Context: an optimization exercise on an open-source flow, tuned for small area, a short achievable clock period and few clock cycles per item. The choices shown serve that exercise and are no tape-out recipe.
Function was checked by simulation only, so behaviour that the tests miss may differ from the original.
Power figures rest on the tool's default switching activity, not on a simulated workload.

### flow/config.mk
export PLATFORM = sky130hd
export DESIGN_NAME = cp2_tally
export DESIGN_NICKNAME = cp2_tally
export VERILOG_FILES = /design/flow/design.v
export SDC_FILE = /design/flow/constraint.sdc
export NUM_CORES = 4
export LEC_CHECK = 0
export CAP_MARGIN = 20
export CORE_MARGIN = 2
export CORE_UTILIZATION = 40
export SLEW_MARGIN = 20
### flow/constraint.sdc
create_clock -name core_clock -period 22.0 [get_ports {clk}]
set_input_delay 4.4000 -clock core_clock [delete_from_list [all_inputs] [get_ports {clk}]]
set_output_delay 4.4000 -clock core_clock [all_outputs]
set_load 0.01 [all_outputs]
### flow/design.v
module cp2_tally (
    input  wire         clk,
    input  wire         rst,
    input  wire         in_valid,
    output wire         in_ready,
    input  wire         in_meter,
    input  wire [255:0] in_rec,
    input  wire [63:0]  in_len,
    input  wire [1:0]   in_colour,
    input  wire [59:0]  in_now,
    output reg          out_valid,
    input  wire         out_ready,
    output reg  [255:0] out_rec,
    output reg  [1:0]   out_colour,
    output reg          out_bad
);
    localparam [23:0] DIVISOR = 24'd8000000;
    localparam [1:0] GREEN  = 2'd0;
    localparam [1:0] YELLOW = 2'd1;
    localparam [1:0] RED    = 2'd2;
    localparam [2:0] S_IDLE  = 3'd0;
    localparam [2:0] S_MUL   = 3'd1;
    localparam [2:0] S_DIV   = 3'd2;
    localparam [2:0] S_APPLY = 3'd3;
    localparam [2:0] S_OUT   = 3'd4;
    reg  [2:0]   state;
    reg  [1:0]   step;       
    reg  [6:0]   cnt;
    reg          meter;
    reg  [255:0] rec;
    reg  [63:0]  len;
    reg  [1:0]   colour;
    reg  [59:0]  now;
    reg  [91:0]  acc;        
    reg  [23:0]  rem;
    reg  [69:0]  qtmp;
    reg  [69:0]  c_cir;
    reg  [69:0]  c_pir;
    assign in_ready = (state == S_IDLE);
    wire [31:0] cir   = rec[31:0];
    wire [31:0] pir   = rec[63:32];
    wire [31:0] cbs   = rec[95:64];
    wire [31:0] pbs   = rec[127:96];
    wire [31:0] tc    = rec[159:128];
    wire [31:0] tp    = rec[191:160];
    wire [59:0] last  = rec[251:192];
    wire [1:0]  mode  = rec[253:252];
    wire        aware = rec[254];
    wire [59:0] mul_a   = step[0] ? last : now;
    wire [31:0] mul_r   = step[1] ? pir : cir;
    wire        mul_bit = mul_r[5'd31 - cnt[4:0]];
    wire [91:0] mul_nxt = {acc[90:0], 1'b0} + (mul_bit ? {32'd0, mul_a} : 92'd0);
    wire [23:0] div_sh  = {rem[22:0], acc[91]};
    wire        div_ge  = (div_sh >= DIVISOR);
    wire [23:0] div_rem = div_ge ? (div_sh - DIVISOR) : div_sh;
    wire [63:0] pk_sum = {1'b0, rec[62:0]} + 64'd1;
    wire [64:0] by_sum = {1'b0, rec[127:64]} + {1'b0, len};
    wire        pk_sat = pk_sum[63];
    wire        by_sat = by_sum[64];
    wire [62:0] pk_new = pk_sat ? {63{1'b1}} : pk_sum[62:0];
    wire [63:0] by_new = by_sat ? {64{1'b1}} : by_sum[63:0];
    wire        sat_new = rec[63] | pk_sat | by_sat;
    wire        late    = (last > now);
    wire [69:0] add_c   = late ? 70'd0 : c_cir;
    wire [69:0] add_p   = late ? 70'd0 : c_pir;
    wire        cin_green  = (colour == GREEN);
    wire        cin_yellow = (colour == YELLOW);
    wire        cin_red    = colour[1];            
    wire [70:0] sr_tc_sum = {1'b0, add_c} + {39'd0, tc};
    wire [70:0] sr_spill  = (sr_tc_sum > {39'd0, cbs}) ? (sr_tc_sum - {39'd0, cbs}) : 71'd0;
    wire [71:0] sr_tp_sum = {1'b0, sr_spill} + {40'd0, tp};
    wire [31:0] sr_tc     = (sr_tc_sum > {39'd0, cbs}) ? cbs : sr_tc_sum[31:0];
    wire [31:0] sr_tp     = (sr_tp_sum > {40'd0, pbs}) ? pbs : sr_tp_sum[31:0];
    wire [70:0] tr_tc_sum = {1'b0, add_c} + {39'd0, tc};
    wire [70:0] tr_tp_sum = {1'b0, add_p} + {39'd0, tp};
    wire [31:0] tr_tc     = (tr_tc_sum > {39'd0, cbs}) ? cbs : tr_tc_sum[31:0];
    wire [31:0] tr_tp     = (tr_tp_sum > {39'd0, pbs}) ? pbs : tr_tp_sum[31:0];
    reg  [31:0] tc_new;
    reg  [31:0] tp_new;
    reg  [1:0]  col_new;
    always @(*) begin
        if (mode[0] == 1'b0) begin
            tc_new  = sr_tc;
            tp_new  = sr_tp;
            if ((!aware || cin_green) && ({32'd0, sr_tc} >= len)) begin
                tc_new  = sr_tc - len[31:0];
                col_new = GREEN;
            end else if ((!aware || !cin_red) && ({32'd0, sr_tp} >= len)) begin
                tp_new  = sr_tp - len[31:0];
                col_new = YELLOW;
            end else begin
                col_new = RED;
            end
        end else begin
            tc_new  = tr_tc;
            tp_new  = tr_tp;
            if ((aware && cin_red) || ({32'd0, tr_tp} < len)) begin
                col_new = RED;
            end else begin
                tp_new = tr_tp - len[31:0];
                if ((aware && cin_yellow) || ({32'd0, tr_tc} < len)) begin
                    col_new = YELLOW;
                end else begin
                    tc_new  = tr_tc - len[31:0];
                    col_new = GREEN;
                end
            end
        end
    end
    always @(posedge clk) begin
        if (rst) begin
            state     <= S_IDLE;
            out_valid <= 1'b0;
        end else begin
            case (state)
                S_IDLE: begin
                    if (in_valid) begin
                        meter  <= in_meter;
                        rec    <= in_rec;
                        len    <= in_len;
                        colour <= in_colour;
                        now    <= in_now;
                        step   <= 2'd0;
                        cnt    <= 7'd0;
                        acc    <= 92'd0;
                        if (in_meter && !in_rec[253])
                            state <= S_MUL;
                        else
                            state <= S_APPLY;
                    end
                end
                S_MUL: begin
                    acc <= mul_nxt;
                    if (cnt == 7'd31) begin
                        cnt   <= 7'd0;
                        rem   <= 24'd0;
                        state <= S_DIV;
                    end else begin
                        cnt <= cnt + 7'd1;
                    end
                end
                S_DIV: begin
                    rem <= div_rem;
                    acc <= {acc[90:0], div_ge};
                    if (cnt == 7'd91) begin
                        cnt <= 7'd0;
                        case (step)
                            2'd0: qtmp  <= {acc[68:0], div_ge};
                            2'd1: c_cir <= qtmp - {acc[68:0], div_ge};
                            2'd2: qtmp  <= {acc[68:0], div_ge};
                            default: c_pir <= qtmp - {acc[68:0], div_ge};
                        endcase
                        acc  <= 92'd0;
                        step <= step + 2'd1;
                        if (step == 2'd3)
                            state <= S_APPLY;
                        else
                            state <= S_MUL;
                    end else begin
                        cnt <= cnt + 7'd1;
                    end
                end
                S_APPLY: begin
                    out_valid <= 1'b1;
                    if (!meter) begin
                        out_rec    <= {128'd0, by_new, sat_new, pk_new};
                        out_colour <= GREEN;
                        out_bad    <= 1'b0;
                    end else if (mode[1]) begin
                        out_rec    <= rec;
                        out_colour <= GREEN;
                        out_bad    <= 1'b1;
                    end else begin
                        out_rec    <= {1'b0, aware, mode, now, tp_new, tc_new,
                                       pbs, cbs, pir, cir};
                        out_colour <= col_new;
                        out_bad    <= 1'b0;
                    end
                    state <= S_OUT;
                end
                S_OUT: begin
                    if (out_ready) begin
                        out_valid <= 1'b0;
                        state     <= S_IDLE;
                    end
                end
                default: state <= S_IDLE;
            endcase
        end
    end
endmodule
### flow/run.sh
#!/bin/bash
# synth_recipe.tcl (not shown) runs the flow's synth.tcl, then flattens the netlist and writes it again
# the make line also repeats each setting of config.mk as NAME=value (left out here)
make -C /OpenROAD-flow-scripts/flow DESIGN_CONFIG=/design/flow/config.mk WORK_HOME=/design/flow/orfs CLKGATE_MAP_FILE= SYNTH_SCRIPT=/design/flow/synth_recipe.tcl finish
==> flow_metrics.env <==
export IMPL_synth_area_um2=66500
export IMPL_slew_headroom=0.247
export IMPL_via_per_inst=5.73
export IMPL_synth_common_cells="edfxtp_1 (975), ha_1 (547), nor2_1 (545), a21oi_1 (517), nand2_1 (446)"
export IMPL_synth_top_area_share=0.440
export IMPL_gp_congestion=0.959
export IMPL_worst_path_max_delay_cell="or4_4"
export IMPL_yosys_area_top_type="edfxtp_1"
export IMPL_drv_slew=0
export IMPL_holdBufCountCts=0
export IMPL_synth_main_ff_cell="edfxtp_1"
export IMPL_synthCells=6595
export IMPL_drt_initial_drc_count=4448
export IMPL_timing_fmax_mhz=49.0
export IMPL_grt_pass1_vias=53417
export IMPL_syn_nets=7539
export IMPL_seq_area_frac_synth=0.441
export IMPL_cts_root_buf="clkbuf_16"
export IMPL_p_per_area_nw_per_um2=90.1
export IMPL_die_w_um=412
export IMPL_wl_per_cell_um=24.6
export IMPL_die_h_um=412
export IMPL_clock_path_buffers=3
export IMPL_grt_pass1_wl_um=342000
export IMPL_end_kind="register"
export IMPL_cp_arrival_ns=21.02
export IMPL_synthTopCellsByArea="edfxtp_1 (44%), ha_1 (10%), a21oi_1 (3.9%)"
export IMPL_hold_violations=0
export IMPL_final_net_count=8176
export IMPL_h_tree_depth=3
export IMPL_synth_edf_count=975
export IMPL_clkTransAtPathRegs_ns=0.06
export IMPL_fin_skew_ns=0.0536
export IMPL_rows=149
export IMPL_startpoint_type="register"
export IMPL_fin_cells=9520
export IMPL_ios=648
export IMPL_dp_cells=9307
export IMPL_crit_top_cell="o21ai_0"
export IMPL_cts_tree="built"
export IMPL_hpwl_um=186000
export IMPL_fp_coreArea_um2=165000
export IMPL_min_path_type="reg2reg"
export IMPL_antenna_found_initial=11
export IMPL_finalSetupViolations=0
export IMPL_path_buf_inv=5
export IMPL_async_reset_ff_frac=0
export IMPL_period_share=0.928
export IMPL_grt_max_degree=91
export IMPL_worst_pin_slew_ns=1.12
export IMPL_status="complete, no violations"
export IMPL_tns_ns=0
export IMPL_syn_avg_cell_area_um2=10.1
export IMPL_drive_above_1_share=0.0587
export IMPL_first_pass_iters=6
export IMPL_drc_errors=0
export IMPL_crit_type="reg2reg"
export IMPL_crit_fanout=87
export IMPL_portBuffers=647
export IMPL_cts_setup_buffers=0
export IMPL_vias=54572
export IMPL_cts_buffers=111
export IMPL_drt_total_wl_um=234000
export IMPL_finalCriticalPeriod_ns=20.42
export IMPL_antenna_left=0
export IMPL_overflow=0
export IMPL_cpPeakStageDelay_ns=0.72
export IMPL_required_ns=22.60
export IMPL_p_leak_nw=30.5
export IMPL_peakVddDrop_mv=0.0686
export IMPL_grtUsageTotal=0.269
export IMPL_synth_ff_latch_count=979
export IMPL_clock_sinks=979
export IMPL_syn2layout_area_growth_pct=19.3
export IMPL_synth_cell_type_count=102
export IMPL_fin_total_pwr_w=0.00715
export IMPL_nFillCells=15421
export IMPL_yosysMostFrequentCell="edfxtp_1"
export IMPL_clk_latency_ns=0.79
export IMPL_initial_core_util=0.403
export IMPL_crit_family="compound AO/OA/AOI/OAI gates"
export IMPL_fp_dieArea_um2=170000
export IMPL_rsz0062_at_grt="no"
export IMPL_cap_violations=0
export IMPL_synth_warnings=1
==> cell usage in the layout, fill, tap and decap left out, types with 56 or more instances in the layout <==
master / count
nand2b_1: 107
nor4_1: 56
nor2_1: 542
a21oi_1: 516
inv_1: 395
nor3_1: 199
a21o_1: 180
mux2i_1: 142
ha_1: 547
clkdlybuf4s50_1: 647
and2_1: 109
and3_1: 81
edfxtp_1: 975
nor2b_1: 72
nand3_1: 165
nand2_1: 444
o21a_1: 67
clkbuf_16: 112
nand4_1: 110
o21ai_0: 350
buf_4: 69
o21bai_1: 63
a211oi_1: 57
xor2_1: 180
xnor2_1: 295
==> what timing repair did <==
action | CTS | global route
hold endpoints to repair | 0 | 0
resized for setup | 0 | 7
endpoints found under the setup margin | 0 | 27
==> layout make-up <==
class	count	area (um2)	share of cell area
Multi-Input combinational cell	5023	35000	0.441
Sequential cell	979	29400	0.370
Timing Repair Buffer	719	7040	0.0887
Clock buffer	134	2890	0.0363
Tap cell	2189	2740	0.0345
Inverter	398	1500	0.0188
Clock inverter	72	807	0.0102
Antenna cell	6	15.0	0.000189
==> stage by stage <==
stage | hold WS (ns) | utilization | setup WS [ns] | instance area (um2)
6_report | 0.485 | 0.481 | 1.58 | 79400
5_1_grt | 0.515 | 0.481 | 0.0585 | 79400
4_1_cts | 0.488 | 0.481 | 0.896 | 79300
3_5_place_dp | 0.471 | 0.458 | 1.01 | 75600
3_3_place_gp | 0.472 | 0.458 | 1.44 | 75600
2_1_floorplan | 0.451 | - | 0.892 | 66500
==> worst min-delay path, stage by stage, from the launching register on <==
cell and delay [ns]:
dfxtp_1 0.32, nand2_1 0.06, a211oi_1 0.06
==> power breakdown <==
group          switching (W)  internal [W]
Clock               0.000837       0.00107
Sequential          0.000130       0.00228
Combinational        0.00171       0.00112
==> flip-flops by register name (all words and copies together) (netlist names) <==
name,cells
acc,92
c_cir,70
c_pir,70
cnt,7
colour,2
len,64
meter,1
now,60
out_colour,2
out_rec,256
out_valid,1
qtmp,70
rec,256
rem,23
state,3
step,2
==> final timing paths <==
path             start            to  slack [ns]  cells past startpoint
max           rec[247]  out_rec[164]        1.58                     86
min          out_valid     out_valid        0.49                      2
max reg2reg   rec[247]  out_rec[164]        1.58                     86
min reg2reg  out_valid     out_valid        0.49                      2
==> kinds of logic after synthesis <==
logic type,after synthesis,synth area share
compound gates,1672,0.159
xor+xnor,475,0.0625
fa+ha+maj,557,0.106
buf+inv,593,0.0344
flops,979,0.441
mux,226,0.0398
simple gates,2093,0.157
==> layer usage <==
layer,share of wire,track usage
met1,0.44,0.360
met2,0.46,0.440
met5,0.00016,0
met3,0.066,0.0440
met4,0.036,0.0913
Testbench counts, summed over its fixed seeds: cycles 801,216, items 3,200.

==> re-timing with driven ports <==
How much do the figures lean on ideal ports? The routed layout below was timed once more, with nothing changed but the port constraints. Step 1 (the two cells are an assumption about what drives the block):
set clk [get_ports {clk}]
set_driving_cell -lib_cell sky130_fd_sc_hd__clkbuf_16 $clk
set_driving_cell -lib_cell sky130_fd_sc_hd__buf_2 [delete_from_list [all_inputs] $clk]
Step 2 moves the port delays by t, midway between the first and last clock arrival at a register: inputs arrive t later, outputs are due t later. That takes back most of the time a late clock gives input paths. Three values: ideal ports, drivers, drivers and shift; two values: the first two.
t (ns): 0.847
slack for setup (ns): 1.584 / 1.584 / 1.584
clock arrival spread, ns: 0.056 / 0.056
worst register clock-pin slew, ns: 0.09 / 0.09
cell pins on the clock port's net: 1
After both steps this run still meets setup and hold. For this run, drivers alone change the setup slack by 0.000 ns; drivers and shift together by 0.000 ns.
